From an optimization exercise on the open Yosys and OpenROAD flow, aimed at small area, a short achievable clock period and few clock cycles per item; shortcuts taken in it are not production practice.
Where RTL was checked, it was by simulation tests only, not by an equivalence proof against the original.
The RTL of runs 1 and 2 was laid out without a check of its function.
No activity file was given, so power comes from the tool's default toggle rates.

===== flow/design.v =====
module rhalo_narrow (
    input  wire        clk,
    input  wire        rst,
    input  wire        in_valid,
    output wire        in_ready,
    input  wire [31:0] in_data,
    input  wire [3:0]  cfg_src,
    input  wire [3:0]  cfg_dst,
    input  wire [1:0]  cfg_rnd,
    input  wire [7:0]  cfg_es,
    input  wire [31:0] cfg_seed,
    input  wire [63:0] cfg_index,
    output wire        out_valid,
    input  wire        out_ready,
    output wire [15:0] out_t,
    output wire [24:0] out_r,
    output wire        out_esat,
    output wire        out_last,
    output wire [4:0]  out_k,
    output wire [7:0]  out_et,
    output wire        out_esc,
    output wire        out_sat,
    output wire        out_err
);
    localparam integer NS = 34;              
    localparam [31:0]  HC = 32'h9E37_79B1;   
    function [31:0] lfsr_step32;
        input [31:0] s;
        integer i;
        reg [31:0] v;
        begin
            v = s;
            for (i = 0; i < 32; i = i + 1)
                v = {v[30:0], v[31] ^ v[21] ^ v[1] ^ v[0]};
            lfsr_step32 = v;
        end
    endfunction
    function [31:0] sext_elem;
        input [1:0]  fmt;
        input [31:0] d;
        begin
            case (fmt)
                2'd1:    sext_elem = {{24{d[7]}}, d[7:0]};
                2'd2:    sext_elem = {{16{d[15]}}, d[15:0]};
                default: sext_elem = d;
            endcase
        end
    endfunction
    function [23:0] wide_therm;
        input [31:0] x;
        integer j;
        reg [30:0] e;
        reg        acc;
        begin
            e   = x[30:0] ^ {31{x[31]}};
            acc = 1'b0;
            wide_therm = 24'd0;
            for (j = 31; j >= 8; j = j - 1) begin
                acc = acc | e[j-1];
                wide_therm[j-8] = acc;
            end
        end
    endfunction
    function [5:0] inc_slot;
        input [5:0] s;
        begin
            inc_slot = (s == NS - 1) ? 6'd0 : s + 6'd1;
        end
    endfunction
    reg  [32*NS-1:0] ring;
    wire [31:0] ring0  = ring[31:0];
    wire [31:0] ring1  = ring[63:32];
    wire [31:0] ring33 = ring[32*NS-1 -: 32];
    wire wr;                                  
    always @(posedge clk) begin
        ring[31:0]          <= ring33;
        ring[63:32]         <= wr ? in_data : ring0;
        ring[32*NS-1:64]    <= ring[32*NS-33:32];
    end
    reg [5:0] ph;         
    reg [5:0] head;       
    reg [5:0] tail;       
    reg [5:0] cnt;        
    reg [4:0] wi;         
    reg       ird;        
    reg       xfull;      
    wire rd;              
    reg  [4:0] ri;        
    assign in_ready = ird;
    assign wr = in_valid & ird;
    wire [4:0] wi_nx    = wr ? wi + 5'd1 : wi;
    wire       cnt33    = (cnt == 6'd33);
    wire       cnt34    = (cnt == 6'd34);
    wire       full_nx  = (cnt34 & ~rd) | (cnt33 & wr & ~rd);
    wire       xdone;                         
    wire       xfull_nx = (wr & (wi == 5'd0)) | (xfull & ~xdone);
    wire       ird_nx   = (wr | (ph == tail)) & ~full_nx &
                          ((wi_nx != 5'd0) | ~xfull_nx);
    always @(posedge clk) begin
        if (rst) begin
            ph   <= 6'd0;
            head <= NS - 1;
            tail <= NS - 1;
            cnt  <= 6'd0;
            wi   <= 5'd0;
            ird  <= 1'b1;
        end else begin
            ph   <= inc_slot(ph);
            if (rd) head <= inc_slot(head);
            if (wr) tail <= inc_slot(tail);
            cnt  <= cnt + {5'd0, wr} - {5'd0, rd};
            wi   <= wi_nx;
            ird  <= ird_nx;
        end
    end
    reg  [1:0]  l_src;
    reg         l_w16;
    reg         l_rnd;
    reg         l_err;
    reg  [7:0]  l_es;
    reg  [23:0] therm;
    reg         nw1, nw1_first, kc;
    wire cfg_bad = (cfg_src == 4'd0) || (cfg_src > 4'd3) ||
                   (cfg_dst == 4'd0) || (cfg_dst > 4'd3) ||
                   (cfg_dst >= cfg_src) || cfg_rnd[1];
    always @(posedge clk) begin
        if (wr && wi == 5'd0) begin
            l_src <= cfg_src[1:0];
            l_w16 <= cfg_dst[1];
            l_rnd <= cfg_rnd[0];
            l_err <= cfg_bad;
            l_es  <= cfg_es;
        end
    end
    wire [23:0] th_el = wide_therm(sext_elem(l_src, ring1));
    wire [23:0] th_f  = (nw1_first ? 24'd0 : therm) | th_el;
    always @(posedge clk) begin
        if (rst) begin
            nw1 <= 1'b0;
            kc  <= 1'b0;
        end else begin
            nw1 <= wr;
            kc  <= wr && (wi == 5'd31);
        end
        nw1_first <= (wi == 5'd0);
        if (nw1) therm <= th_f;
    end
    reg [4:0] kn;
    integer m;
    always @(*) begin
        kn = 5'd0;
        for (m = 1; m <= 24; m = m + 1)
            if (l_w16 ? (m <= 16 && th_f[m + 7]) : th_f[m - 1])
                kn = m[4:0];
    end
    wire signed [9:0] es_s   = {{2{l_es[7]}}, l_es};
    wire signed [9:0] es_pk  = es_s + $signed({5'd0, kn});
    wire              c_esc  = (es_pk > 10'sd127);
    wire [7:0]        k_esc  = 8'd127 - l_es;
    wire [4:0]        c_k    = c_esc ? k_esc[4:0] : kn;
    wire [7:0]        c_et   = l_es + {3'd0, c_k};
    reg       p_v;
    reg [1:0] p_src;  reg p_w16, p_rnd, p_err, p_esc;  reg [4:0] p_k;  reg [7:0] p_et;
    reg       r_v;
    reg [1:0] r_src;  reg r_w16, r_rnd, r_err, r_esc;  reg [4:0] r_k;  reg [7:0] r_et;
    wire r_done  = rd & (ri == 5'd31);
    wire r_load  = ~r_v | r_done;
    wire r_fromp = r_load & p_v;
    wire r_fromc = r_load & ~p_v & kc;
    always @(posedge clk) begin
        if (rst) begin
            p_v <= 1'b0;
            r_v <= 1'b0;
            ri  <= 5'd0;
        end else begin
            if (r_load) r_v <= p_v | kc;
            if (r_fromp) p_v <= kc;
            else if (kc && !r_fromc) p_v <= 1'b1;
            if (rd) ri <= ri + 5'd1;
        end
        if (kc && !r_fromc) begin
            p_src <= l_src; p_w16 <= l_w16; p_rnd <= l_rnd; p_err <= l_err;
            p_esc <= c_esc & ~l_err;
            p_k   <= l_err ? 5'd0 : c_k;
            p_et  <= l_err ? 8'd0 : c_et;
        end
        if (r_fromp) begin
            r_src <= p_src; r_w16 <= p_w16; r_rnd <= p_rnd; r_err <= p_err;
            r_esc <= p_esc; r_k <= p_k; r_et <= p_et;
        end else if (r_fromc) begin
            r_src <= l_src; r_w16 <= l_w16; r_rnd <= l_rnd; r_err <= l_err;
            r_esc <= c_esc & ~l_err;
            r_k   <= l_err ? 5'd0 : c_k;
            r_et  <= l_err ? 8'd0 : c_et;
        end
    end
    reg  [31:0] xs, xi, sd;
    reg  [3:0]  mstep;
    reg         sfull;
    wire [31:0] dmul = (xi[31:30] == 2'd0) ? 32'd0 :
                       (xi[31:30] == 2'd1) ? HC :
                       (xi[31:30] == 2'd2) ? (HC << 1) : (HC * 32'd3);
    wire [31:0] hsum = ((mstep == 4'd0) ? 32'd0 : (sd << 2)) + dmul;
    wire [31:0] hfin = xs ^ hsum;
    wire        mgo  = xfull & ~sfull;
    assign xdone = mgo & (mstep == 4'd15);
    always @(posedge clk) begin
        if (mgo)
            sd <= (mstep == 4'd15) ? ((hfin == 32'd0) ? 32'd1 : hfin) : hsum;
        if (wr && wi == 5'd0) begin
            xs <= cfg_seed ^ cfg_index[63:32];
            xi <= cfg_index[31:0];
        end else if (mgo) begin
            xi <= xi << 2;
        end
    end
    reg  [31:0] lfsr;
    reg         lv;
    wire last_rd = (ri == 5'd31);
    wire l_seed  = last_rd | ~lv;
    wire l_load  = (rd & (~last_rd | sfull)) | (~lv & sfull);
    wire s_use   = l_seed & sfull & (rd | ~lv);
    wire [31:0] l_next = lfsr_step32(l_seed ? sd : lfsr);
    always @(posedge clk) begin
        if (rst) begin
            xfull <= 1'b0;
            sfull <= 1'b0;
            mstep <= 4'd0;
            lv    <= 1'b0;
        end else begin
            xfull <= xfull_nx;
            if (xdone) sfull <= 1'b1;
            else if (s_use) sfull <= 1'b0;
            if (mgo) mstep <= mstep + 4'd1;
            if (l_load) lv <= 1'b1;
            else if (rd & last_rd) lv <= 1'b0;
        end
        if (l_load) lfsr <= l_next;
    end
    reg        ov;
    reg        sat_acc;
    wire elig  = r_v & (ph == head) & lv;
    assign rd  = elig & (~ov | out_ready);
    wire [31:0] q    = sext_elem(r_src, ring33);
    wire [31:0] v    = $signed(q) >>> r_k;
    wire [23:0] mask = ~(24'hFFFFFF << r_k);
    wire [23:0] f    = q[23:0] & mask;
    wire [23:0] hm   = mask >> 1;
    wire        hb   = |(q[23:0] & (mask ^ hm));
    wire        stk  = |(q[23:0] & hm);
    wire        up_rne = hb & (stk | v[0]);
    wire        up_sto = (lfsr[23:0] & mask) < f;
    wire        up   = r_rnd ? up_sto : up_rne;
    wire        sgn   = v[31];
    wire        fits  = r_w16 ? (v[31:15] == {17{sgn}}) : (v[31:7] == {25{sgn}});
    wire        lowhi = r_w16 ? (&v[14:0]) : (&v[6:0]);
    wire        is_lm = r_w16 ? (v[31:15] == 17'h1FFFE) : (v[31:7] == 25'h1FFFFFE);
    wire        ovh0  = ~sgn & ~fits;
    wire        ovl0  =  sgn & ~fits;
    wire        ovh1  = ~sgn & (~fits | lowhi);
    wire        ovl1  =  sgn & ~fits & ~(is_lm & lowhi);
    wire [15:0] hi16  = r_w16 ? 16'h7FFF : 16'h007F;
    wire [15:0] lo16  = r_w16 ? 16'h8000 : 16'hFF80;
    wire [15:0] t0    = ovh0 ? hi16 : ovl0 ? lo16 : v[15:0];
    wire [15:0] t1    = ovh1 ? hi16 : ovl1 ? lo16 : (v[15:0] + 16'd1);
    wire        es0   = ovh0 | ovl0;
    wire        es1   = ovh1 | ovl1;
    wire [15:0] t_c   = up ? t1 : t0;
    wire        esat  = up ? es1 : es0;
    wire        rneg  = up & ~es1;
    wire [24:0] r_c   = {rneg, (f | (~mask & {24{rneg}}))};
    reg [15:0] o_t;
    reg [24:0] o_r;
    reg        o_esat, o_last, o_sat, o_esc, o_err;
    reg [4:0]  o_k;
    reg [7:0]  o_et;
    always @(posedge clk) begin
        if (rst) begin
            ov      <= 1'b0;
            sat_acc <= 1'b0;
        end else begin
            if (rd) ov <= 1'b1;
            else if (out_ready) ov <= 1'b0;
            if (rd) sat_acc <= (ri == 5'd31) ? 1'b0 : (sat_acc | (esat & ~r_err));
        end
        if (rd) begin
            o_t    <= r_err ? 16'd0 : t_c;
            o_r    <= (r_err | r_esc) ? 25'd0 : r_c;
            o_esat <= esat & ~r_err;
            o_last <= (ri == 5'd31);
            o_sat  <= (sat_acc | esat) & ~r_err;
            o_k    <= r_k;
            o_et   <= r_et;
            o_esc  <= r_esc;
            o_err  <= r_err;
        end
    end
    assign out_valid = ov;
    assign out_t     = o_t;
    assign out_r     = o_r;
    assign out_esat  = o_esat;
    assign out_last  = o_last;
    assign out_k     = o_k;
    assign out_et    = o_et;
    assign out_esc   = o_esc;
    assign out_sat   = o_sat;
    assign out_err   = o_err;
endmodule

===== flow/run.sh =====
#!/bin/bash
# synth_recipe.tcl (not shown) runs the flow's synth.tcl, then flattens the netlist and writes it again
# the make line also repeats each setting of config.mk as NAME=value (left out here)
make -C /OpenROAD-flow-scripts/flow DESIGN_CONFIG=/design/flow/config.mk WORK_HOME=/design/flow/orfs CLKGATE_MAP_FILE= SYNTH_SCRIPT=/design/flow/synth_recipe.tcl finish

===== flow/config.mk =====
export PLATFORM = sky130hd
export DESIGN_NAME = rhalo_narrow
export DESIGN_NICKNAME = rhalo_narrow
export VERILOG_FILES = /design/flow/design.v
export SDC_FILE = /design/flow/constraint.sdc
export NUM_CORES = 4
export LEC_CHECK = 0
export ABC_CLOCK_PERIOD_IN_PS = 4000
export CAP_MARGIN = 20
export CORE_MARGIN = 2
export CORE_UTILIZATION = 40
export SLEW_MARGIN = 20

===== flow/constraint.sdc =====
create_clock -name core_clock -period 19.0 [get_ports {clk}]
set_input_delay 3.8000 -clock core_clock [delete_from_list [all_inputs] [get_ports {clk}]]
set_output_delay 3.8000 -clock core_clock [all_outputs]
set_load 0.01 [all_outputs]

==> parameters.txt, run 1 <==
Parameter                              Value

Status
  Outcome ... no timing/DRC/antenna violations

Routing
  Vias per std cell ... 4.831
  Overall via count from detail_route ... 25840
  DR pass1 iterations ... 8
  Number of DRC violations after detailed-routing iteration 0 ... 1989
  Average wire per standard cell ... 17.99 µm
  DRT Wirelength ... 96.21 mm
  Antenna Nets Post-Route ... 0
  Post-route DRC violation count ... 0

Job
  Number of maximum-capacitance constraint violations ... 0

Power and ir drop
  Fraction of power consumed by the clock network ... 33.1%
  Share of total power in sequential cells ... 45.1%
  Net Sw Frac ... 27.46%
  Relative contribution of combinational cells to total power ... 21.8%
  Power Density ... 153.0 nW/µm²
  Internal portion of total power ... 5.873 mW
  Maximum VDD drop ... 0.2560 mV
  Leak ... 20.94 nW
  Net switching power figure ... 2.223 mW

Timing
  Max-slew violation count ... 0
  Worst slew margin relative to its limit ... 24.09%
  Final setup violation count ... 0
  Final worst hold slack ... 0.3117 ns
  Worst Clk Skew ... 0.02342 ns
  Setup repair after global routing missed its margin ... false
  Achievable clock frequency ... 0.1266 GHz
  Final hold violation count ... 0
  Setup Total Neg Slack ... 0 ns
  Final period utilization ... 41.56%
  Tmin final ... 7.897 ns
  Pin slew with the least headroom to its limit ... 1.134 ns

Yosys
  Number of standard cells after synthesis ... 3509
  Most frequently used flop master after synthesis ... sky130_fd_sc_hd__dfxtp_1
  Share of synthesized registers carrying an async set or reset ... 0%
  Post-synthesis cell area ... 44730 µm²
  Number of enable flip-flop cells after synthesis ... 262
  Proportion of netlist area held by the largest area contributor ... 50.89%
  Synth warn ... 9
  Synth area leader ... sky130_fd_sc_hd__dfxtp_1
  Biggest area contributors in the synthesized netlist ... sky130_fd_sc_hd__dfxtp_1 (51%), sky130_fd_sc_hd__edfxtp_1 (18%), sky130_fd_sc_hd__nand2_1 (3.3%)
  Net count of the mapped netlist ... 3757
  Most numerous cell in the Yosys netlist ... sky130_fd_sc_hd__dfxtp_1
  Flop and latch count out of synthesis ... 1399
  Synthesized area per cell ... 12.75 µm²
  Number of distinct standard cells referenced by the synthesized netlist ... 91
  Most instantiated cells after synthesis ... sky130_fd_sc_hd__dfxtp_1 (1137), sky130_fd_sc_hd__nand2_1 (390), sky130_fd_sc_hd__edfxtp_1 (262)
  Part of the Yosys area used for sequential elements ... 68.47%

Floorplan
  Die height ... 338.4 µm
  Top-level I/O count ... 211
  Die Width ... 338.4 µm
  Die Area ... 114500 µm²
  Rows ... 122
  Area of the core region ... 110800 µm²
  Starting density of the core ... 40.36%

Clocking
  TritonCTS clock tree ... built
  Hold Buf Count CTS ... 0
  Maximum buffer depth of the clock tree ... 3
  TritonCTS Buffers ... 136
  Clock Latency Late Sink ... 0.73 ns
  Post-CTS setup buffers ... 0
  Htree depth ... 4
  Num Clock Sinks ... 1399
  Clock edge transition at the registers on the reported setup and hold paths ... 0.06 ns
  Clock root buffer master ... sky130_fd_sc_hd__clkbuf_16
  CTS resizes ... 0

Worst setup path
  Type of the worst setup path ... reg2reg
  Crit-path leading delay family ... compound AO/OA/AOI/OAI gates
  Delay of the slowest cell on the worst path ... 0.80 ns
  Category of the worst setup path launch point ... flop
  Slowest library cell on the worst path ... sky130_fd_sc_hd__ha_1
  Arrival @ worst endpoint ... 8.38 ns
  CP bufs+invs ... 3
  Largest driver fanout on the critical path ... 28
  Data required time of the critical path ... 19.48 ns
  Cell occurring most often along the worst timing path ... sky130_fd_sc_hd__a21o_1
  Critical Path End Type ... flop

GRT
  Largest net degree at the start of global routing ... 63
  First-pass GRT wire length ... 146.8 mm
  Congestion Overflow GR ... 0
  Tot GR Track Use ... 16.56%
  Via count of the first global-routing pass ... 24950
  Antenna violations before repair ... 5

Cells and area
  Share of final-layout standard cells stronger than drive strength 1 ... 9.173%
  Number of fill cells ... 9824
  Synthesis-to-finish area growth ... 18.32%
  Area of all sequential standard cells ... 30630 µm²
  Final-stage net count ... 3999
  Multi-input gate area ... 13280 µm²

Place
  Count of input and output buffers ... 210
  Estimated wirelength of the detail-placed design ... 65.72 mm
  RePlAce Congestion ... 0.9018

Hold path
  HP Class ... reg2reg
==> worst paths after layout <==
| check | start | endpoint | slack [ns] | depth (start not counted) |
|---|---|---|---|---|
| setup / recovery | l_src[0] | r_et[5] | 11.10 | 29 |
| hold / removal | ring[374] | ring[406] | 0.31 | 0 |
| hold reg to reg | ring[374] | ring[406] | 0.31 | 0 |
| setup reg to reg | l_src[0] | r_et[5] | 11.10 | 29 |
==> logic make-up (layout without fill, tap and decap cells) <==
logic type                 after synthesis  count (layout)  synth area share [%]
buffers and inverters                  215             565                 1.924
and+or+nand+nor                        904             904                 9.482
muxes                                  105             105                 3.474
AOI/OAI and AO/OA                      497             497                 7.446
other                                    0               2                     0
DFF                                   1399            1399                 68.47
adders and majority gates              100             100                 2.853
xor gates and xnor gates               289             289                 6.347
==> final cells by class <==
cell class / instances / share of cell area [%]
diodes: 2 / 0.009456
clock buffers: 182 / 7.198
clock inverters: 64 / 1.347
inverters: 79 / 0.5603
multi-input cells: 1895 / 25.08
flip-flops and latches: 1399 / 57.87
well taps: 1488 / 3.518
repair buffers: 240 / 4.411
==> power groups by stage <==
| stage | logic, mW | clock network, mW | registers, mW |
|---|---|---|---|
| CTS | 1.77 | 2.75 | 3.66 |
| finish | 1.76 | 2.68 | 3.65 |
| global route | 1.92 | 2.88 | 3.68 |
| global placement | 1.74 | 0 | 3.71 |
| detailed placement | 1.75 | 0 | 3.72 |
| floorplan | 1.43 | 0 | 3.65 |
==> registers in the layout, summed over array words and instances (netlist names), 4 cells and up <==
register  flops
head          6
ph            6
mstep         4
xs           32
tail          6
cnt           6
sd           32
lfsr         32
xi           32
ri            5
r_et          8
r_k           5
p_k           5
p_et          8
l_es          8
o_r          25
ring       1088
therm        24
wi            5
o_k           5
o_et          8
o_t          16
==> per-layer routing <==
metal	vias to the layer above	part of all wire [%]	track usage (%)
li1	12650	-	-
met5	-	0	0
met4	0	2.1	5.259
met2	685	44	24.68
met3	145	5.3	3.229
met1	12360	49	24.18
==> stage by stage <==
step | worst slack, ns | util (%) | cells | instance area (µm²) | power (mW)
6_report | 11.10 | 47.76 | 5349 | 52930 | 8.096
5_1_grt | 10.44 | 47.76 | 5348 | 52920 | 8.481
4_1_cts | 11.15 | 47.74 | 5346 | 52910 | 8.180
3_5_place_dp | 11.16 | 43.66 | 5100 | 48380 | 5.472
3_3_place_gp | 11.33 | 43.66 | 5100 | 48380 | 5.458
2_1_floorplan | 10.53 | - | 3509 | 44730 | 5.081
==> placed cells by master (no fill, tap or decap), drive strengths merged, types with 46 or more instances in the layout <==
master and n:
and2 50, a21oi 146, o21ai 72, nand2 390, nor2 153, clkdlybuf4s50 210, ha 94, nand3 64
mux2i 56, a21o 46, inv 97, xnor2 145, xor2 130, dfxtp 1137, edfxtp 262, clkbuf 182
nor3 48
==> run 2, diff against run 1 <==
--- a/flow/config.mk
+++ b/flow/config.mk
@@ -6,5 +6,4 @@
 export NUM_CORES = 4
 export LEC_CHECK = 0
-export ABC_CLOCK_PERIOD_IN_PS = 4000
 export CAP_MARGIN = 20
 export CORE_MARGIN = 2
==> parameters.txt, run 2 <==
Parameter                              Value

Clocking
  CTS resizes ... 0 (unchanged)
  Maximum buffer depth of the clock tree ... 3 (unchanged)
  Num Clock Sinks ... 1399 (unchanged)
  Hold Buf Count CTS ... 0 (unchanged)
  Htree depth ... 4 (unchanged)
  TritonCTS clock tree ... built
  Clock root buffer master ... sky130_fd_sc_hd__clkbuf_16
  Clock edge transition at the registers on the reported setup and hold paths ... 0.06 ns (about the same)
  Post-CTS setup buffers ... 0 (unchanged)
  TritonCTS Buffers ... 136 (unchanged)
  Clock Latency Late Sink ... 0.73 ns (about the same)

Timing
  Achievable clock frequency ... 0.1266 GHz (unchanged)
  Setup WS post-layout ... 11.10 ns (unchanged)
  Final period utilization ... 41.56% (unchanged)
  Tmin final ... 7.897 ns (unchanged)
  Max-slew violation count ... 0 (unchanged)
  Setup Total Neg Slack ... 0 ns (unchanged)
  Pin slew with the least headroom to its limit ... 1.134 ns (unchanged)
  Final hold violation count ... 0 (unchanged)
  Final worst hold slack ... 0.3117 ns (unchanged)
  Setup repair after global routing missed its margin ... false
  Worst slew margin relative to its limit ... 24.09% (unchanged)
  Worst Clk Skew ... 0.02342 ns (unchanged)
  Final setup violation count ... 0 (unchanged)

Cells and area
  Final-stage net count ... 3999 (unchanged)
  Number of standard cells in the layout, taps in and fillers out ... 5349 (unchanged)
  Synthesis-to-finish area growth ... 18.32% (unchanged)
  Most used cells in the layout excluding fill and tap cells ... sky130_fd_sc_hd__dfxtp_1 (1136), sky130_fd_sc_hd__nand2_1 (389), sky130_fd_sc_hd__edfxtp_1 (262)
  Fin util ... 47.76% (unchanged)
  Register with the most flip-flops ... ring
  Max FFs per register ... 1088 (unchanged)
  Cell area after layout ... 52930 µm² (unchanged)
  Most frequent standard cell in the layout excluding fill and tap cells ... sky130_fd_sc_hd__dfxtp_1
  Share of final-layout standard cells stronger than drive strength 1 ... 9.173% (unchanged)

Floorplan
  Area of the core region ... 110800 µm² (unchanged)
  Die Area ... 114500 µm² (unchanged)
  Die height ... 338.4 µm (unchanged)
  Die Width ... 338.4 µm (unchanged)
  Top-level I/O count ... 211 (unchanged)
  Starting density of the core ... 40.36% (unchanged)
  Rows ... 122 (unchanged)

Power and ir drop
  Power Density ... 153.0 nW/µm² (unchanged)
  Total power ... 8.096 mW (unchanged)
  Net switching power figure ... 2.223 mW (unchanged)
  Fraction of power consumed by the clock network ... 33.1% (about the same)
  Leak ... 20.94 nW (unchanged)
  Internal portion of total power ... 5.873 mW (unchanged)
  Maximum VDD drop ... 0.2560 mV (unchanged)
  Share of total power in sequential cells ... 45.1% (about the same)
  Relative contribution of combinational cells to total power ... 21.8% (about the same)
  Net Sw Frac ... 27.46% (unchanged)

Place
  RePlAce Congestion ... 0.9018 (unchanged)
  Placed Instances ... 5100 (unchanged)
  Worst slack at placement ... 11.16 ns (unchanged)
  Estimated wirelength of the detail-placed design ... 65.72 mm (unchanged)
  Count of input and output buffers ... 210 (unchanged)
  Dpl cell area ... 48380 µm² (unchanged)

GRT
  Via count of the first global-routing pass ... 24950 (unchanged)
  Largest net degree at the start of global routing ... 63 (unchanged)
  Tot GR Track Use ... 16.56% (unchanged)
  First-pass GRT wire length ... 146.8 mm (unchanged)
  Antenna violations before repair ... 5 (unchanged)
  Congestion Overflow GR ... 0 (unchanged)

Status
  Outcome ... no timing/DRC/antenna violations

Routing
  DRT Wirelength ... 96.21 mm (unchanged)
  Post-route DRC violation count ... 0 (unchanged)
  Vias per std cell ... 4.831 (unchanged)
  Overall via count from detail_route ... 25840 (unchanged)
  DR pass1 iterations ... 8 (unchanged)
  Antenna Nets Post-Route ... 0 (unchanged)
  Average wire per standard cell ... 17.99 µm (unchanged)
  Number of DRC violations after detailed-routing iteration 0 ... 1989 (unchanged)

Yosys
  Part of the Yosys area used for sequential elements ... 68.47% (unchanged)
  Net count of the mapped netlist ... 3757 (unchanged)
  Most numerous cell in the Yosys netlist ... sky130_fd_sc_hd__dfxtp_1
  Share of synthesized registers carrying an async set or reset ... 0% (unchanged)
  Number of distinct standard cells referenced by the synthesized netlist ... 91 (unchanged)
  Synthesized area per cell ... 12.75 µm² (unchanged)
  Biggest area contributors in the synthesized netlist ... sky130_fd_sc_hd__dfxtp_1 (51%), sky130_fd_sc_hd__edfxtp_1 (18%), sky130_fd_sc_hd__nand2_1 (3.3%)
  Most instantiated cells after synthesis ... sky130_fd_sc_hd__dfxtp_1 (1137), sky130_fd_sc_hd__nand2_1 (390), sky130_fd_sc_hd__edfxtp_1 (262)
  Number of enable flip-flop cells after synthesis ... 262 (unchanged)
  Flop and latch count out of synthesis ... 1399 (unchanged)
  Proportion of netlist area held by the largest area contributor ... 50.89% (unchanged)
  Number of standard cells after synthesis ... 3509 (unchanged)
  Synth area leader ... sky130_fd_sc_hd__dfxtp_1
  Post-synthesis cell area ... 44730 µm² (unchanged)
  Synth warn ... 9 (unchanged)
  Most frequently used flop master after synthesis ... sky130_fd_sc_hd__dfxtp_1

Worst setup path
  Delay of the slowest cell on the worst path ... 0.80 ns (about the same)
  Data required time of the critical path ... 19.48 ns (about the same)
  Critical Path Source ... l_src[0]
  Category of the worst setup path launch point ... flop
  Critical Path End Type ... flop
  Worst r2r dst ... r_et[5]
  Type of the worst setup path ... reg2reg
  Flop-to-flop setup slack ... 11.10 ns (about the same)
  Startpoint of the most critical register-to-register path ... l_src[0]
  Cell occurring most often along the worst timing path ... sky130_fd_sc_hd__a21o_1
  Worst Reg2Reg Path Length in Cells ... 29 (unchanged)
  Arrival @ worst endpoint ... 8.38 ns (about the same)
  Slowest library cell on the worst path ... sky130_fd_sc_hd__ha_1
  Largest driver fanout on the critical path ... 28 (unchanged)

Hold path
  HP Class ... reg2reg
  Source of the worst hold timing path ... ring[374]
  WHS Endpoint ... ring[406]
  Number of instances on the worst hold path ... 0 (unchanged)

Job
  Number of maximum-capacitance constraint violations ... 0 (unchanged)
-- run 2: worst max-delay path by stage --
stage | end | slack, ns
after CTS | r_et[5] | 11.15
after global routing | r_et[6] | 10.44
after detailed placement | r_et[5] | 11.16
final | r_et[5] | 11.10
after global placement | r_et[6] | 11.33
after floorplan | cnt[5] | 10.53
-- run 2: layer usage --
layer / share of wire, % / vias to the layer above / GRT usage (%)
met1: 49 / 12360 / 24.18
met4: 2.1 / 0 / 5.259
li1: - / 12650 / -
met5: 0 / - / 0
met3: 5.3 / 145 / 3.229
met2: 44 / 685 / 24.68
-- run 2: logic make-up after synthesis --
family,count (synthesis),share of synthesized area [%]
compound gates,497,7.446
simple gates,904,9.482
fa+ha+maj,100,2.853
mux,105,3.474
flops,1399,68.47
xor+xnor,289,6.347
buf+inv,215,1.924
-- run 2: power groups by stage --
stage | clock (mW) | sequential (mW) | combinational, mW
floorplan | 0 | 3.65 | 1.43
global placement | 0 | 3.71 | 1.74
detailed placement | 0 | 3.72 | 1.75
CTS | 2.75 | 3.66 | 1.77
global route | 2.88 | 3.68 | 1.92
finish | 2.68 | 3.65 | 1.76
-- run 2: final cells by class --
class                   count  area, µm²
clock buffers             182       3810
multi-input cells        1895      13280
inverters                  79      296.5
diodes                      2      5.005
clock inverters            64      713.2
fillers                  9824      57890
well taps                1488       1862
flip-flops and latches   1399      30630
repair buffers            240       2335
-- run 2: critical path, delay by kind of cell (launching register included) --
| kind | cells | cell delay (ns) |
|---|---|---|
| multiplexers | 2 | 0.93 |
| XOR/XNOR | 1 | 0.21 |
| AO/OA/AOI/OAI | 13 | 3.49 |
| adder cells (fa/ha/maj) | 3 | 1.20 |
| buffers and inverters | 3 | 0.18 |
| AND/OR/NAND/NOR | 7 | 1.25 |
| flip-flops | 1 | 0.37 |
==> run 3, diff against run 2 <==
--- a/flow/design.v
+++ b/flow/design.v
@@ -86,5 +86,4 @@
     reg       xfull;      
     wire rd;              
-    reg  [4:0] ri;        
     assign in_ready = ird;
     assign wr = in_valid & ird;
@@ -164,4 +163,5 @@
     reg       r_v;
     reg [1:0] r_src;  reg r_w16, r_rnd, r_err, r_esc;  reg [4:0] r_k;  reg [7:0] r_et;
+    reg [4:0] ri;
     wire r_done  = rd & (ri == 5'd31);
     wire r_load  = ~r_v | r_done;
@@ -198,4 +198,5 @@
     reg  [3:0]  mstep;
     reg         sfull;
+    wire        s_use;                        
     wire [31:0] dmul = (xi[31:30] == 2'd0) ? 32'd0 :
                        (xi[31:30] == 2'd1) ? HC :
@@ -206,26 +207,8 @@
     assign xdone = mgo & (mstep == 4'd15);
     always @(posedge clk) begin
-        if (mgo)
-            sd <= (mstep == 4'd15) ? ((hfin == 32'd0) ? 32'd1 : hfin) : hsum;
-        if (wr && wi == 5'd0) begin
-            xs <= cfg_seed ^ cfg_index[63:32];
-            xi <= cfg_index[31:0];
-        end else if (mgo) begin
-            xi <= xi << 2;
-        end
-    end
-    reg  [31:0] lfsr;
-    reg         lv;
-    wire last_rd = (ri == 5'd31);
-    wire l_seed  = last_rd | ~lv;
-    wire l_load  = (rd & (~last_rd | sfull)) | (~lv & sfull);
-    wire s_use   = l_seed & sfull & (rd | ~lv);
-    wire [31:0] l_next = lfsr_step32(l_seed ? sd : lfsr);
-    always @(posedge clk) begin
         if (rst) begin
             xfull <= 1'b0;
             sfull <= 1'b0;
             mstep <= 4'd0;
-            lv    <= 1'b0;
         end else begin
             xfull <= xfull_nx;
@@ -233,13 +216,22 @@
             else if (s_use) sfull <= 1'b0;
             if (mgo) mstep <= mstep + 4'd1;
-            if (l_load) lv <= 1'b1;
-            else if (rd & last_rd) lv <= 1'b0;
         end
-        if (l_load) lfsr <= l_next;
+        if (wr && wi == 5'd0) begin
+            xs <= cfg_seed ^ cfg_index[63:32];
+            xi <= cfg_index[31:0];
+        end else if (mgo) begin
+            xi <= xi << 2;
+        end
+        if (mgo)
+            sd <= (mstep == 4'd15) ? ((hfin == 32'd0) ? 32'd1 : hfin) : hsum;
     end
     reg        ov;
+    reg [31:0] lfsr;
     reg        sat_acc;
-    wire elig  = r_v & (ph == head) & lv;
-    assign rd  = elig & (~ov | out_ready);
+    wire first = (ri == 5'd0);
+    wire elig  = r_v & (ph == head) & (~first | sfull);
+    assign rd    = elig & (~ov | out_ready);
+    assign s_use = rd & first;
+    wire [31:0] ust = lfsr_step32(first ? sd : lfsr);
     wire [31:0] q    = sext_elem(r_src, ring33);
     wire [31:0] v    = $signed(q) >>> r_k;
@@ -250,24 +242,15 @@
     wire        stk  = |(q[23:0] & hm);
     wire        up_rne = hb & (stk | v[0]);
-    wire        up_sto = (lfsr[23:0] & mask) < f;
+    wire        up_sto = (ust[23:0] & mask) < f;
     wire        up   = r_rnd ? up_sto : up_rne;
-    wire        sgn   = v[31];
-    wire        fits  = r_w16 ? (v[31:15] == {17{sgn}}) : (v[31:7] == {25{sgn}});
-    wire        lowhi = r_w16 ? (&v[14:0]) : (&v[6:0]);
-    wire        is_lm = r_w16 ? (v[31:15] == 17'h1FFFE) : (v[31:7] == 25'h1FFFFFE);
-    wire        ovh0  = ~sgn & ~fits;
-    wire        ovl0  =  sgn & ~fits;
-    wire        ovh1  = ~sgn & (~fits | lowhi);
-    wire        ovl1  =  sgn & ~fits & ~(is_lm & lowhi);
-    wire [15:0] hi16  = r_w16 ? 16'h7FFF : 16'h007F;
-    wire [15:0] lo16  = r_w16 ? 16'h8000 : 16'hFF80;
-    wire [15:0] t0    = ovh0 ? hi16 : ovl0 ? lo16 : v[15:0];
-    wire [15:0] t1    = ovh1 ? hi16 : ovl1 ? lo16 : (v[15:0] + 16'd1);
-    wire        es0   = ovh0 | ovl0;
-    wire        es1   = ovh1 | ovl1;
-    wire [15:0] t_c   = up ? t1 : t0;
-    wire        esat  = up ? es1 : es0;
-    wire        rneg  = up & ~es1;
-    wire [24:0] r_c   = {rneg, (f | (~mask & {24{rneg}}))};
+    wire signed [32:0] vr = $signed({v[31], v}) + $signed({32'd0, up});
+    wire signed [32:0] hi = r_w16 ? 33'sd32767 : 33'sd127;
+    wire signed [32:0] lo = r_w16 ? -33'sd32768 : -33'sd128;
+    wire        ovh  = (vr > hi);
+    wire        ovl  = (vr < lo);
+    wire        esat = ovh | ovl;
+    wire [15:0] t_c  = ovh ? hi[15:0] : ovl ? lo[15:0] : vr[15:0];
+    wire        rneg = up & ~esat;
+    wire [24:0] r_c  = {rneg, (f | (~mask & {24{rneg}}))};
     reg [15:0] o_t;
     reg [24:0] o_r;
@@ -285,4 +268,5 @@
         end
         if (rd) begin
+            lfsr   <= ust;
             o_t    <= r_err ? 16'd0 : t_c;
             o_r    <= (r_err | r_esc) ? 25'd0 : r_c;
==> parameters.txt, run 3 <==
Parameter                              Value

Clocking
  Maximum buffer depth of the clock tree ... 3 (unchanged)
  Post-CTS setup buffers ... 0 (unchanged)
  Htree depth ... 4 (unchanged)
  Clock edge transition at the registers on the reported setup and hold paths ... 0.06 ns (about the same)
  TritonCTS clock tree ... built
  CTS resizes ... 0 (unchanged)
  Clock root buffer master ... sky130_fd_sc_hd__clkbuf_16
  Clock Latency Late Sink ... 0.75 ns (+0.02 ns)
  Num Clock Sinks ... 1398 (-0.071%)
  TritonCTS Buffers ... 137 (+0.74%)
  Hold Buf Count CTS ... 0 (unchanged)

Worst setup path
  Data required time of the critical path ... 19.54 ns (+0.06 ns)
  Cell occurring most often along the worst timing path ... sky130_fd_sc_hd__ha_1
  Arrival @ worst endpoint ... 10.76 ns (+2.38 ns)
  Crit-path leading delay family ... simple AND/OR/NAND/NOR gates
  Critical Path End Type ... flop
  CP bufs+invs ... 3 (unchanged)
  Category of the worst setup path launch point ... flop
  Delay of the slowest cell on the worst path ... 0.50 ns (-0.30 ns)
  Largest driver fanout on the critical path ... 32 (+14%)
  Type of the worst setup path ... reg2reg
  Slowest library cell on the worst path ... sky130_fd_sc_hd__xnor3_2

Yosys
  Net count of the mapped netlist ... 3887 (+3.5%)
  Share of synthesized registers carrying an async set or reset ... 0% (unchanged)
  Most frequently used flop master after synthesis ... sky130_fd_sc_hd__dfxtp_1
  Number of standard cells after synthesis ... 3620 (+3.2%)
  Post-synthesis cell area ... 45520 µm² (+1.8%)
  Synth area leader ... sky130_fd_sc_hd__dfxtp_1
  Part of the Yosys area used for sequential elements ... 67.24% (-1.2 points)
  Synthesized area per cell ... 12.58 µm² (-1.3%)
  Number of enable flip-flop cells after synthesis ... 262 (unchanged)
  Number of distinct standard cells referenced by the synthesized netlist ... 114 (+25%)
  Biggest area contributors in the synthesized netlist ... sky130_fd_sc_hd__dfxtp_1 (50%), sky130_fd_sc_hd__edfxtp_1 (17%), sky130_fd_sc_hd__nand2_1 (3.2%)
  Proportion of netlist area held by the largest area contributor ... 49.95% (-0.93 points)
  Flop and latch count out of synthesis ... 1398 (-0.071%)
  Most numerous cell in the Yosys netlist ... sky130_fd_sc_hd__dfxtp_1
  Most instantiated cells after synthesis ... sky130_fd_sc_hd__dfxtp_1 (1136), sky130_fd_sc_hd__nand2_1 (388), sky130_fd_sc_hd__edfxtp_1 (262)
  Synth warn ... 9 (unchanged)

Routing
  Overall via count from detail_route ... 26900 (+4.1%)
  Number of DRC violations after detailed-routing iteration 0 ... 2097 (+5.4%)
  Antenna Nets Post-Route ... 0 (unchanged)
  Average wire per standard cell ... 18.51 µm (+2.9%)
  DRT Wirelength ... 101.6 mm (+5.6%)
  Post-route DRC violation count ... 0 (unchanged)
  DR pass1 iterations ... 8 (unchanged)
  Vias per std cell ... 4.902 (+1.5%)

GRT
  Largest net degree at the start of global routing ... 63 (unchanged)
  Congestion Overflow GR ... 0 (unchanged)
  First-pass GRT wire length ... 155.3 mm (+5.8%)
  Tot GR Track Use ... 17.31% (+0.75 points)
  Via count of the first global-routing pass ... 26360 (+5.7%)
  Antenna violations before repair ... 2 (-3)

Power and ir drop
  Maximum VDD drop ... 0.2430 mV (-5.1%)
  Leak ... 21.32 nW (+1.8%)
  Power Density ... 161.9 nW/µm² (+5.8%)
  Total power ... 8.734 mW (+7.9%)

Timing
  Achievable clock frequency ... 0.09788 GHz (-23%)
  Final worst hold slack ... 0.3011 ns (-0.01059 ns)
  Tmin final ... 10.22 ns (+2.320 ns)
  Final hold violation count ... 0 (unchanged)
  Max-slew violation count ... 0 (unchanged)
  Worst Clk Skew ... 0.04690 ns (+0.02348 ns)
  Worst slew margin relative to its limit ... 32.73% (+8.6 points)
  Setup repair after global routing missed its margin ... false
  Final setup violation count ... 0 (unchanged)
  Pin slew with the least headroom to its limit ... 0.9998 ns (-0.1347 ns)
  Final period utilization ... 53.77% (+12 points)
  Setup Total Neg Slack ... 0 ns (unchanged)

Floorplan
  Top-level I/O count ... 211 (unchanged)
  Area of the core region ... 112700 µm² (+1.7%)
  Die Width ... 341.4 µm (+0.87%)
  Starting density of the core ... 40.41% (+0.048 points)
  Die height ... 341.4 µm (+0.87%)
  Die Area ... 116500 µm² (+1.8%)
  Rows ... 123 (+0.82%)

Hold path
  HP Class ... reg2reg

Status
  Outcome ... no timing/DRC/antenna violations

Cells and area
  Synthesis-to-finish area growth ... 18.50%
  Final-stage net count ... 4140 (+3.5%)
  Max FFs per register ... 1088 (unchanged)
  Most frequent standard cell in the layout excluding fill and tap cells ... sky130_fd_sc_hd__dfxtp_1
  Most used cells in the layout excluding fill and tap cells ... sky130_fd_sc_hd__dfxtp_1 (1135), sky130_fd_sc_hd__nand2_1 (387), sky130_fd_sc_hd__edfxtp_1 (262)
  Number of fill cells ... 9968 (+1.5%)
  Antenna Cells ... 0 (-2)
  Register with the most flip-flops ... ring
  Share of final-layout standard cells stronger than drive strength 1 ... 9.656% (+0.48 points)

Job
  Number of maximum-capacitance constraint violations ... 0 (unchanged)

Place
  Count of input and output buffers ... 210 (unchanged)
  RePlAce Congestion ... 0.9349 (+3.7%)
  Estimated wirelength of the detail-placed design ... 71.39 mm (+8.6%)
## run 3: changes by cell type after synthesis, sizes merged, moves of 23 or more
cell,previous run,this run
and2,50,22
inv,76,99
mux4,37,11
nand3,64,36
nor2b,37,63
o21ai,72,97
o22ai,10,47
xnor2,145,168
## run 3: report_power, final
part	switching (mW)	internal, mW	total, mW
clock network	1.16	1.55	2.71
logic	1.36	1.15	2.51
registers	0.0936	3.42	3.51
total	2.61	6.12	8.73
## run 3: final timing paths
path | end | slack (ns) | startpoint | cells past startpoint
max | o_r[22] | 8.78 | ri[0] | 44
min | ring[65] | 0.30 | ring[33] | 0
max reg2reg | o_r[22] | 8.78 | ri[0] | 44
min reg2reg | ring[65] | 0.30 | ring[33] | 0
## run 3: final cells by class
type / count / area [µm²] / area share [%]
sequential: 1398 / 30610 / 56.74
multi-input combinational: 1989 / 13970 / 25.89
clock buffer: 205 / 4084 / 7.570
timing repair buffer: 246 / 2367 / 4.388
tap: 1500 / 1877 / 3.479
clock inverter: 48 / 663.1 / 1.229
inverter: 101 / 380.4 / 0.7051
## run 3: logic make-up after synthesis
kind of cell | after synthesis | share of synthesized area [%]
AOI/OAI and AO/OA | 551 | 8.572
DFF | 1398 | 67.24
buffers and inverters | 233 | 2.174
adders and majority gates | 117 | 3.282
and+or+nand+nor | 918 | 9.652
muxes | 79 | 2.119
xor gates and xnor gates | 324 | 6.964
## run 3: metal layers
| metal | up-vias | wire [µm] | part of all wire, % | global-route usage (%) |
|---|---|---|---|---|
| met5 | - | 0 | 0 | 0 |
| met4 | 0 | 2921 | 2.9 | 6.177 |
| met3 | 177 | 5999 | 5.9 | 3.594 |
| met2 | 783 | 44750 | 44 | 26.43 |
| met1 | 12910 | 47900 | 47 | 24.31 |
| li1 | 13030 | - | - | - |
## run 3: through the flow
| step | utilization, % | setup WS (ns) | std cells | area [µm²] |
|---|---|---|---|---|
| 5_1_grt | 47.89 | 7.940 | 5487 | 53950 |
| 3_3_place_gp | 43.67 | 9.072 | 5234 | 49190 |
| 6_report | 47.89 | 8.784 | 5487 | 53950 |
| 3_5_place_dp | 43.67 | 8.875 | 5234 | 49190 |
| 4_1_cts | 47.88 | 8.809 | 5487 | 53940 |
| 2_1_floorplan | - | 10.21 | 3620 | 45520 |
## run 3: worst reg2reg max path: cells and delay by family (launching register included)
kind	cells	cell delay (ns)
simple gates	16	3.20
flops	1	0.34
compound gates	13	2.53
xor+xnor	6	1.78
buf+inv	3	0.60
fa+ha+maj	5	1.17
mux	1	0.37
Testbench counts of run 3, summed over its fixed seeds: cycles 65,808, items 2,048.

-- what the ideal ports hide --
How much do the figures lean on ideal ports? The routed layouts below were timed once more, with nothing changed but the port constraints. Step 1 (the two cells are an assumption about what drives the block):
set clk [get_ports {clk}]
set_driving_cell -lib_cell sky130_fd_sc_hd__clkbuf_16 $clk
set_driving_cell -lib_cell sky130_fd_sc_hd__buf_2 [delete_from_list [all_inputs] $clk]
Step 2 also shifts input and output timing later by t, the mid clock arrival at the registers, as if the neighbouring blocks saw the same clock. Three values: no drivers, after step 1, after step 2; two values: the first two.
run	t (ns)	slack for setup (ns)	latest minus earliest clock arrival (ns)
run 1	0.792	11.103 / 11.103 / 11.103	0.025 / 0.025
run 2	0.792	11.103 / 11.103 / 11.103	0.025 / 0.025
run 3	0.800	8.784 / 8.784 / 8.784	0.053 / 0.053
After both steps setup and hold are still met in every run listed.
